This is an optimization exercise on Yosys and OpenROAD, whose aim is small area, a short achievable clock period and few clock cycles per item, not a production implementation. Where RTL was checked, it was by simulation tests only, not by an equivalence proof against the original.

## the previous run
==> flow/design.v (excerpt) <==
module cipher_aes_core (
    input  wire         clk,
    input  wire         rst,         
    input  wire         in_valid,
    output wire         in_ready,
    input  wire         in_key256,   
    input  wire [255:0] in_key,
    input  wire [127:0] in_block,
    output reg          out_valid,
    output reg  [127:0] out_block
);
    localparam integer MW = 18;    
    function [7:0] xtime(input [7:0] b);
        xtime = {b[6:0], 1'b0} ^ (b[7] ? 8'h1b : 8'h00);
    endfunction
    reg          s_valid;
    reg          s_k256;
    reg  [3:0]   s_round;    
    reg  [7:0]   s_rcon;
    reg  [127:0] s_state;
    reg  [127:0] s_ka;
    reg  [127:0] s_kb;
    reg          m_valid;
    reg          m_k256;
    reg  [3:0]   m_round;
    reg  [7:0]   m_rcon;
    reg  [16*MW-1:0] m_state;    
    reg  [4*MW-1:0]  m_kx;       
    reg  [127:0] m_ka;
    reg  [127:0] m_kb;
    wire [16*MW-1:0] s_mid;
    wire [4*MW-1:0]  s_kmid;
    genvar gi;
    generate
        for (gi = 0; gi < 16; gi = gi + 1) begin : g_top
  ...
Size in the first run: about 6,000 cells after synthesis, roughly 0.058 mm² of cells after synthesis.
export LEC_CHECK = 0
export CAP_MARGIN = 20
export CORE_MARGIN = 2
export CORE_UTILIZATION = 40
export PLACE_DENSITY = 0.6
export SLEW_MARGIN = 20
create_clock -name core_clock -period 8.0 [get_ports {clk}]
standard.sh (not shown) runs the stock make flow with config.mk's settings and CLKGATE_MAP_FILE= SYNTH_SCRIPT=/design/flow/synth_recipe.tcl, a recipe that flattens the netlist after the stock synthesis.
==> flow/flow/run.sh <==
#!/bin/bash
# Layout flow: the standard flow (standard.sh), except that
#  - synthesis maps the logic with the ABC script flow/abc_map.script; the
#    registers are untouched, and the flow checks that the netlist has the
#    same flip-flops (names and cell types) as the standard synthesis, and
#    uses the standard netlist if not;
#  - the make variables in flow/params.sh are added (port buffer cell,
#    repair margins).
# Each tool's output goes to a log file in the work folder.
set -uo pipefail
W=$(pwd)
RES=$W/orfs/results/$FLOW_PLATFORM/cipher_aes_core/base
source flow/params.sh

# 1. the standard synthesis, for reference
bash standard.sh synth > std_synth.log 2>&1 || exit 1
cp $RES/1_2_yosys.v $W/std_1_2_yosys.v

# 2. our synthesis, in a work area of its own
sed -e "s#@ABC_SCRIPT@#$W/flow/abc_map.script#" flow/synth.tcl > $W/my_synth.tcl
make -C $FLOW_HOME DESIGN_CONFIG=$W/config.mk WORK_HOME=$W/mysyn CLKGATE_MAP_FILE= \
     SYNTH_SCRIPT=$W/my_synth.tcl synth > my_synth.log 2>&1
MYV=$W/mysyn/results/$FLOW_PLATFORM/cipher_aes_core/base/1_2_yosys.v

# 3. same registers?
regs() { grep -oE '^ *sky130_fd_sc_hd__[a-z0-9]*(df|dl)[a-z0-9_]* +[^ ]+' "$1" | sed -E 's/_[0-9]+ +/ /; s/^ *//' | sort; }
if [[ -s $MYV ]] && cmp -s <(regs $W/std_1_2_yosys.v) <(regs $MYV); then
  echo "own synthesis: registers match, using it" > synth_choice.log
  cp $MYV $RES/1_2_yosys.v
  touch $RES/1_2_yosys.v
else
  echo "own synthesis: registers differ or missing, using the standard netlist" > synth_choice.log
fi
regs $W/std_1_2_yosys.v | wc -l >> synth_choice.log
regs $MYV | wc -l >> synth_choice.log

# 4. the rest of the standard flow
bash standard.sh "${MAKE_ARGS[@]}" finish > std_flow.log 2>&1
==> flow/flow/abc_map.script <==
strash
dc2
&get -n
&dch -f
&nf -R 1000
&put
buffer -c
topo
stime -c
upsize -c
dnsize -c
==> flow/flow/params.sh <==
MAKE_ARGS=(SETUP_SLACK_MARGIN=4.5 "BUFFER_PORTS_ARGS=-buffer_cell sky130_fd_sc_hd__buf_2")
==> flow/flow/synth.tcl <==
proc synth {args} { yosys synth -nofsm -noshare {*}$args }
proc abc {args} {
  set i [lsearch $args -script]
  set args [lreplace $args $i [expr {$i + 1}] -script @ABC_SCRIPT@]
  yosys abc {*}$args
}
source $::env(SCRIPTS_DIR)/synth.tcl
# left out here: clear keep_hierarchy, flatten, clean up, hide names made inside functions, write 1_2_yosys.v
Testbench counts of the previous run, summed over its fixed seeds: cycles 25,540, items 2,048.
Input changes introduced in the current run (baseline for comparison: the previous run):
--- a/flow/design.v
+++ b/flow/design.v
@@ -1,21 +1,21 @@
 module aes_sbox (
     input  wire [7:0] a,
     output wire [7:0] y
 );
-    wire [17:0] mid;
+    wire [11:0] mid;
     aes_sbox_top u_top (.a(a), .m(mid));
     aes_sbox_bot u_bot (.m(mid), .y(y));
 endmodule
 module aes_sbox_top (
     input  wire [7:0]  a,
-    output wire [17:0] m
+    output wire [11:0] m
 );
     wire U0, U1, U2, U3, U4, U5, U6, U7;
     wire T1, T2, T3, T4, T5, T6, T7, T8, T9, T10, T11, T12, T13, T14, T15, T16, T17, T18, T19, T20, T21, T22, T23, T24, T25, T26, T27;
-    wire M1, M2, M3, M4, M5, M6, M7, M8, M9, M10, M11, M12, M13, M14, M15, M16, M17, M18, M19, M20, M21, M22, M23, M24, M25, M26, M27, M28, M29, M30, M31, M32, M33, M34, M35, M36, M37, M38, M39, M40, M41, M42, M43, M44, M45, M46, M47, M48, M49, M50, M51, M52, M53, M54, M55, M56, M57, M58, M59, M60, M61, M62, M63;
+    wire M1, M2, M3, M4, M5, M6, M7, M8, M9, M10, M11, M12, M13, M14, M15, M16, M17, M18, M19, M20, M21, M22, M23, M24, M25, M26, M27, M28, M29, M30, M31, M32, M33, M34, M35, M36, M37, M38, M39, M40;
     assign {U0, U1, U2, U3, U4, U5, U6, U7} = a;
     assign T1 = U0 ^ U3;
     assign T2 = U0 ^ U5;
     assign T3 = U0 ^ U6;
     assign T4 = U3 ^ U5;
     assign T5 = U4 ^ U6;
@@ -78,12 +78,50 @@
     assign M35 = M24 & M34;
     assign M36 = M24 ^ M25;
     assign M37 = M21 ^ M29;
     assign M38 = M32 ^ M33;
     assign M39 = M23 ^ M30;
     assign M40 = M35 ^ M36;
+    assign m = {M37, M38, M39, M40, T6, T8, T16, T9, T13, T23, T3, T22};
+endmodule
+module aes_sbox_bot (
+    input  wire [11:0] m,
+    output wire [7:0]  y
+);
+    wire M37, M38, M39, M40;
+    wire T1, T2, T3, T4, T6, T8, T9, T10, T13, T15, T16, T17, T19, T20, T22, T23, T27, U7;
+    wire M41, M42, M43, M44, M45, M46, M47, M48, M49, M50, M51, M52, M53, M54, M55, M56, M57, M58, M59, M60, M61, M62, M63;
+    wire L0, L1, L2, L3, L4, L5, L6, L7, L8, L9, L10, L11, L12, L13, L14, L15, L16, L17, L18, L19, L20, L21, L22, L23, L24, L25, L26, L27, L28, L29;
+    wire S0, S1, S2, S3, S4, S5, S6, S7;
+    assign {M37, M38, M39, M40} = m[11:8];
+    wire b_T6 = m[7];
+    wire b_T8 = m[6];
+    wire b_T16 = m[5];
+    wire b_T9 = m[4];
+    wire b_T13 = m[3];
+    wire b_T23 = m[2];
+    wire b_T3 = m[1];
+    wire b_T22 = m[0];
+    assign T1 = b_T13 ^ b_T23 ^ b_T3 ^ b_T22;
+    assign T2 = b_T23 ^ b_T22;
+    assign T3 = b_T3;
+    assign T4 = b_T13 ^ b_T3;
+    assign T6 = b_T6;
+    assign T8 = b_T8;
+    assign T9 = b_T9;
+    assign T10 = b_T8 ^ b_T9;
+    assign T13 = b_T13;
+    assign T15 = b_T6 ^ b_T8 ^ b_T16 ^ b_T9;
+    assign T16 = b_T16;
+    assign T17 = b_T16 ^ b_T9;
+    assign T19 = b_T13 ^ b_T23;
+    assign T20 = b_T3 ^ b_T22;
+    assign T22 = b_T22;
+    assign T23 = b_T23;
+    assign T27 = b_T6 ^ b_T16;
+    assign U7 = b_T6 ^ b_T8;
     assign M41 = M38 ^ M40;
     assign M42 = M37 ^ M39;
     assign M43 = M37 ^ M38;
     assign M44 = M39 ^ M40;
     assign M45 = M42 ^ M41;
     assign M46 = M44 & T6;
@@ -101,22 +139,12 @@
     assign M58 = M43 & T3;
     assign M59 = M38 & T22;
     assign M60 = M37 & T20;
     assign M61 = M42 & T1;
     assign M62 = M45 & T4;
     assign M63 = M41 & T2;
-    assign m = {M46, M47, M48, M49, M50, M51, M52, M53, M54, M55, M56, M57, M58, M59, M60, M61, M62, M63};
-endmodule
-module aes_sbox_bot (
-    input  wire [17:0] m,
-    output wire [7:0]  y
-);
-    wire M46, M47, M48, M49, M50, M51, M52, M53, M54, M55, M56, M57, M58, M59, M60, M61, M62, M63;
-    wire L0, L1, L2, L3, L4, L5, L6, L7, L8, L9, L10, L11, L12, L13, L14, L15, L16, L17, L18, L19, L20, L21, L22, L23, L24, L25, L26, L27, L28, L29;
-    wire S0, S1, S2, S3, S4, S5, S6, S7;
-    assign {M46, M47, M48, M49, M50, M51, M52, M53, M54, M55, M56, M57, M58, M59, M60, M61, M62, M63} = m[17:0];
     assign L0 = M61 ^ M62;
     assign L1 = M50 ^ M56;
     assign L2 = M46 ^ M48;
     assign L3 = M47 ^ M55;
     assign L4 = M54 ^ M58;
     assign L5 = M49 ^ M61;
@@ -162,13 +190,13 @@
     input  wire         in_key256,   
     input  wire [255:0] in_key,
     input  wire [127:0] in_block,
     output reg          out_valid,
     output reg  [127:0] out_block
 );
-    localparam integer MW = 18;    
+    localparam integer MW = 12;    
     function [7:0] xtime(input [7:0] b);
         xtime = {b[6:0], 1'b0} ^ (b[7] ? 8'h1b : 8'h00);
     endfunction
     reg          s_valid;
     reg          s_k256;
     reg  [3:0]   s_round;    
==> notes.md <==
- The current run: full flow OK, the timing, DRC and antenna checks passed
- Summary of the comparison: area growth from synthesis to final layout is higher in the current run, relative to the previous run.
- On data required time of the critical path, the current run and the previous run are neck and neck.
- Count of multi-input combinational gates (higher): the current run
- Looking at timing startpoint of the critical path, the m_state[215] result is from the previous run; the m_kx[34] one comes from the current run.
- Compared with the previous run, the current run shows a lower clock-buffer cell count.
- Setup slack: the current run less than the previous run
- [compare] base=the previous run new=the current run: cell count picked up an extra 400; routed wire length lost 0.38%; overall global routing resource usage lost 0.53 points; routed length on met1 picked up an extra 1.1%.
- Compared to the previous run, the current run leaves less free space in the core.
- Lower sequential cell area share was reported by the current run, not the previous run.
Function not checked in the current run: the RTL went through the layout flow alone.

* * *

Another version of the RTL of cipher_aes_core (not shown whole).
For scale: roughly 6,200 cells after synthesis, roughly 520 I/O pins, about 62,000 sq um of cells after synthesis.
==> module cipher_aes_core, before the edit <==
module cipher_aes_core (
    input  wire         clk,
    input  wire         rst,         
    input  wire         in_valid,
    output wire         in_ready,
    input  wire         in_key256,   
    input  wire [255:0] in_key,
    input  wire [127:0] in_block,
    output reg          out_valid,
    output reg  [127:0] out_block
);
    localparam integer MW = 19;    
    function [7:0] xtime(input [7:0] b);
        xtime = {b[6:0], 1'b0} ^ (b[7] ? 8'h1b : 8'h00);
    endfunction
    reg          s_valid;
    reg          s_k256;
    reg  [3:0]   s_round;    
    reg  [7:0]   s_rcon;
    reg  [127:0] s_state;
    reg  [127:0] s_ka;
    reg  [127:0] s_kb;
    reg          m_valid;
    reg          m_k256;
    reg  [3:0]   m_round;
    reg  [7:0]   m_rcon;
    reg  [16*MW-1:0] m_state;    
    reg  [4*MW-1:0]  m_kx;       
    reg  [127:0] m_kp;       
    reg  [127:0] m_kb;
    wire [16*MW-1:0] s_mid;
    wire [4*MW-1:0]  s_kmid;
    genvar gi;
    generate
        for (gi = 0; gi < 16; gi = gi + 1) begin : g_top
            aes_sbox_top u_top (.a(s_state[8*gi +: 8]), .m(s_mid[MW*gi +: MW]));
        end
        for (gi = 0; gi < 4; gi = gi + 1) begin : g_ktop
            aes_sbox_top u_top (.a(s_kb[8*gi +: 8]), .m(s_kmid[MW*gi +: MW]));
        end
    endgenerate
    wire [127:0] s_kbase = s_k256 ? s_ka : s_kb;
    wire         s_krot  = !s_k256 || !s_round[0];
    wire [31:0]  s_krc   = s_krot ? {s_rcon, 24'h000000} : 32'h00000000;
    wire [31:0]  s_kp01  = s_kbase[127:96] ^ s_kbase[95:64];
    wire [31:0]  s_kp23  = s_kbase[63:32] ^ s_kbase[31:0];
    wire [127:0] s_kpre  = {s_kbase[127:96] ^ s_krc,
                            s_kp01 ^ s_krc,
                            s_kp01 ^ s_kbase[63:32] ^ s_krc,
                            s_kp01 ^ s_kp23 ^ s_krc};
    wire m_final = m_k256 ? (m_round == 4'd13) : (m_round == 4'd9);
    wire [31:0] kx_s;
    generate
        for (gi = 0; gi < 4; gi = gi + 1) begin : g_kbot
            aes_sbox_bot u_bot (.m(m_kx[MW*gi +: MW]), .y(kx_s[8*gi +: 8]));
        end
    endgenerate
    wire kx_rot = !m_k256 || !m_round[0];
    wire [31:0] kx_t = kx_rot ? {kx_s[23:0], kx_s[31:24]} : kx_s;
    wire [127:0] kx_next = m_kp ^ {4{kx_t}};
    wire [127:0] rkey = m_k256 ? m_kb : kx_next;
    wire [127:0] sub;
    generate
        for (gi = 0; gi < 16; gi = gi + 1) begin : g_bot
            aes_sbox_bot u_bot (.m(m_state[MW*gi +: MW]), .y(sub[8*gi +: 8]));
        end
    endgenerate
    wire [127:0] shifted;
    generate
        for (gi = 0; gi < 16; gi = gi + 1) begin : g_shift
            localparam integer R = gi % 4;
            localparam integer C = gi / 4;
            localparam integer SRC = 4 * ((C + R) % 4) + R;
            assign shifted[127-8*gi -: 8] = sub[127-8*SRC -: 8];
        end
    endgenerate
    wire [127:0] round_out;
    wire [127:0] final_out = shifted ^ rkey;
    generate
        for (gi = 0; gi < 4; gi = gi + 1) begin : g_mix
            wire [31:0] col = shifted[127-32*gi -: 32];
            wire [7:0] a0 = col[31:24];
            wire [7:0] a1 = col[23:16];
            wire [7:0] a2 = col[15:8];
            wire [7:0] a3 = col[7:0];
            wire [7:0] t = a0 ^ a1 ^ a2 ^ a3;
            wire [31:0] d = {t ^ xtime(a0 ^ a1), t ^ xtime(a1 ^ a2),
                             t ^ xtime(a2 ^ a3), t ^ xtime(a3 ^ a0)};
            assign round_out[127-32*gi -: 32] = final_out[127-32*gi -: 32] ^ d;
        end
    endgenerate
    reg  ready;
    assign in_ready = ready;
    wire s_final = s_k256 ? (s_round == 4'd13) : (s_round == 4'd9);
    wire slot_free_next = !s_valid || s_final;
    wire no_pass_next = ready ? (!in_valid || !in_key256)
                              : (!m_valid || m_final || !m_k256 || (m_round >= 4'd3));
    always @(posedge clk) begin
        if (rst) begin
            ready     <= 1'b1;
            s_valid   <= 1'b0;
            m_valid   <= 1'b0;
            out_valid <= 1'b0;
        end else begin
            ready     <= slot_free_next && no_pass_next;
            s_valid   <= in_ready ? in_valid : (m_valid && !m_final);
            m_valid   <= s_valid;
            out_valid <= m_valid && m_final;
        end
    end
    always @(posedge clk) begin
        m_k256  <= s_k256;
        m_round <= s_round;
        m_rcon  <= s_rcon;
        m_state <= s_mid;
        m_kx    <= s_kmid;
        m_kp    <= s_kpre;
        m_kb    <= s_kb;
        out_block <= final_out;
        if (ready) begin
            s_k256  <= in_key256;
            s_round <= 4'd0;
            s_rcon  <= 8'h01;
            s_state <= in_block ^ in_key[255:128];
            s_ka    <= in_key[255:128];
            s_kb    <= in_key256 ? in_key[127:0] : in_key[255:128];
        end else begin
            s_k256  <= m_k256;
            s_round <= m_round + 4'd1;
            s_rcon  <= kx_rot ? xtime(m_rcon) : m_rcon;
            s_state <= round_out;
            s_ka    <= m_kb;
            s_kb    <= kx_next;
        end
    end
endmodule
Settings: LEC_CHECK=0, CAP_MARGIN=10, CORE_MARGIN=2, CORE_UTILIZATION=40, PLACE_DENSITY=0.6, SLEW_MARGIN=10; clock period 8.0 ns.
==> flow/flow/run.sh <==
#!/bin/bash
# Layout flow: the standard flow (standard.sh), except that
#  - synthesis maps the logic with the ABC script flow/abc_map.script; the
#    registers are untouched, and the flow checks that the netlist has the
#    same flip-flops (names and cell types) as the standard synthesis, and
#    uses the standard netlist if not;
#  - the make variables in flow/params.sh are added (port buffer cell,
#    repair margins).
# Each tool's output goes to a log file in the work folder.
set -uo pipefail
W=$(pwd)
RES=$W/orfs/results/$FLOW_PLATFORM/cipher_aes_core/base
source flow/params.sh

# 1. the standard synthesis, for reference
bash standard.sh synth > std_synth.log 2>&1 || exit 1
cp $RES/1_2_yosys.v $W/std_1_2_yosys.v

# 2. our synthesis, in a work area of its own
sed -e "s#@ABC_SCRIPT@#$W/flow/abc_map.script#" flow/synth.tcl > $W/my_synth.tcl
make -C $FLOW_HOME DESIGN_CONFIG=$W/config.mk WORK_HOME=$W/mysyn CLKGATE_MAP_FILE= \
     SYNTH_SCRIPT=$W/my_synth.tcl synth > my_synth.log 2>&1
MYV=$W/mysyn/results/$FLOW_PLATFORM/cipher_aes_core/base/1_2_yosys.v

# 3. same registers?
regs() { grep -oE '^ *sky130_fd_sc_hd__(df|edf|sdf|sedf|dlx|dlr)[a-z0-9_]* +[^ ]+' "$1" | sed -E 's/_[0-9]+ +/ /; s/^ *//' | sort; }
if [[ -s $MYV ]] && cmp -s <(regs $W/std_1_2_yosys.v) <(regs $MYV); then
  echo "own synthesis: registers match, using it" > synth_choice.log
  cp $MYV $RES/1_2_yosys.v
  touch $RES/1_2_yosys.v
else
  echo "own synthesis: registers differ or missing, using the standard netlist" > synth_choice.log
fi
regs $W/std_1_2_yosys.v | wc -l >> synth_choice.log
regs $MYV | wc -l >> synth_choice.log

# 4. the rest of the standard flow
bash standard.sh "${MAKE_ARGS[@]}" finish > std_flow.log 2>&1
==> flow/flow/params.sh <==
MAKE_ARGS=(SETUP_SLACK_MARGIN=4.85 "BUFFER_PORTS_ARGS=-buffer_cell sky130_fd_sc_hd__buf_1" "CTS_ARGS=-sink_clustering_enable -repair_clock_nets -dont_use_dummy_load -sink_clustering_size 20 -buf_list {sky130_fd_sc_hd__clkbuf_4 sky130_fd_sc_hd__clkbuf_8}")
Scripts as last shown in full above: flow/flow/abc_map.script, flow/flow/synth.tcl
Edit:
--- a/flow/design.v
+++ b/flow/design.v
@@ -208,6 +208,7 @@
     reg  [127:0] s_kb;
     reg          m_valid;
     reg          m_k256;
+    reg          m_k128;     
     reg  [3:0]   m_round;
     reg  [7:0]   m_rcon;
     reg  [16*MW-1:0] m_state;    
@@ -225,7 +226,7 @@
             aes_sbox_top u_top (.a(s_kb[8*gi +: 8]), .m(s_kmid[MW*gi +: MW]));
         end
     endgenerate
-    wire [127:0] s_kbase = s_k256 ? s_ka : s_kb;
+    wire [127:0] s_kbase = s_ka;
     wire         s_krot  = !s_k256 || !s_round[0];
     wire [31:0]  s_krc   = s_krot ? {s_rcon, 24'h000000} : 32'h00000000;
     wire [31:0]  s_kp01  = s_kbase[127:96] ^ s_kbase[95:64];
@@ -244,7 +245,7 @@
     wire kx_rot = !m_k256 || !m_round[0];
     wire [31:0] kx_t = kx_rot ? {kx_s[23:0], kx_s[31:24]} : kx_s;
     wire [127:0] kx_next = m_kp ^ {4{kx_t}};
-    wire [127:0] rkey = m_k256 ? m_kb : kx_next;
+    wire [127:0] rkey = m_k128 ? kx_next : m_kb;
     wire [127:0] sub;
     generate
         for (gi = 0; gi < 16; gi = gi + 1) begin : g_bot
@@ -277,6 +278,7 @@
     endgenerate
     reg  ready;
     assign in_ready = ready;
+    reg  load;
     wire s_final = s_k256 ? (s_round == 4'd13) : (s_round == 4'd9);
     wire slot_free_next = !s_valid || s_final;
     wire no_pass_next = ready ? (!in_valid || !in_key256)
@@ -284,11 +286,13 @@
     always @(posedge clk) begin
         if (rst) begin
             ready     <= 1'b1;
+            load      <= 1'b1;
             s_valid   <= 1'b0;
             m_valid   <= 1'b0;
             out_valid <= 1'b0;
         end else begin
             ready     <= slot_free_next && no_pass_next;
+            load      <= slot_free_next;
             s_valid   <= in_ready ? in_valid : (m_valid && !m_final);
             m_valid   <= s_valid;
             out_valid <= m_valid && m_final;
@@ -296,6 +300,7 @@
     end
     always @(posedge clk) begin
         m_k256  <= s_k256;
+        m_k128  <= !s_k256;
         m_round <= s_round;
         m_rcon  <= s_rcon;
         m_state <= s_mid;
@@ -303,7 +308,7 @@
         m_kp    <= s_kpre;
         m_kb    <= s_kb;
         out_block <= final_out;
-        if (ready) begin
+        if (load) begin
             s_k256  <= in_key256;
             s_round <= 4'd0;
             s_rcon  <= 8'h01;
@@ -315,7 +320,7 @@
             s_round <= m_round + 4'd1;
             s_rcon  <= kx_rot ? xtime(m_rcon) : m_rcon;
             s_state <= round_out;
-            s_ka    <= m_kb;
+            s_ka    <= m_k128 ? kx_next : m_kb;
             s_kb    <= kx_next;
         end
     end
The new run passed the timing, DRC and antenna checks; die area went down by a few percent; sequential cell count went up by 2; clock-buffer cell count went down by 2; final area went down slightly; via count went down slightly; synthesized cell count went down slightly; routed wire length went down slightly; maximum frequency went down slightly; worst setup slack degrades by 17 ps; first-iteration DRC count went down slightly; global-route usage went up by 0.35 points.
Testbench counts after the change, summed over its fixed seeds: cycles 25,540, items 2,048.
Only the layout flow was run in the first run of this note; the RTL was not checked for function there.

==> static timing again, ports no longer ideal <==
In the flow no input, the clock included, has a driving cell. The finished layouts below were timed again as built, in two steps. Step 1: set_driving_cell puts a clkbuf_16 on clk and a buf_2 on each other input, an assumption about the parent block. Step 2 times the ports against the registers' clock, not the clock port: input delays grow and output delays shrink by t, the midpoint of the rising clock arrivals with the driver on. Slacks: ideal ports / drivers / drivers and shift; pairs: ideal ports / drivers.
| run | shift t [ns] | setup slack, ns | clock arrival spread, ns |
|---|---|---|---|
| the previous run | 0.849 | 4.537 / 4.537 / 3.911 | 0.038 / 0.038 |
| the current run | 0.806 | 4.273 / 4.273 / 4.273 | 0.065 / 0.066 |
| the first run of note 2 | 0.966 | 4.807 / 4.807 / 4.137 | 0.102 / 0.102 |
| the second run of note 2 | 0.969 | 4.790 / 4.790 / 4.198 | 0.093 / 0.092 |
After both steps every run listed still meets setup and hold. For the first run of note 2, which loses most, drivers alone change the setup slack by 0.000 ns; drivers and shift together by -0.670 ns.
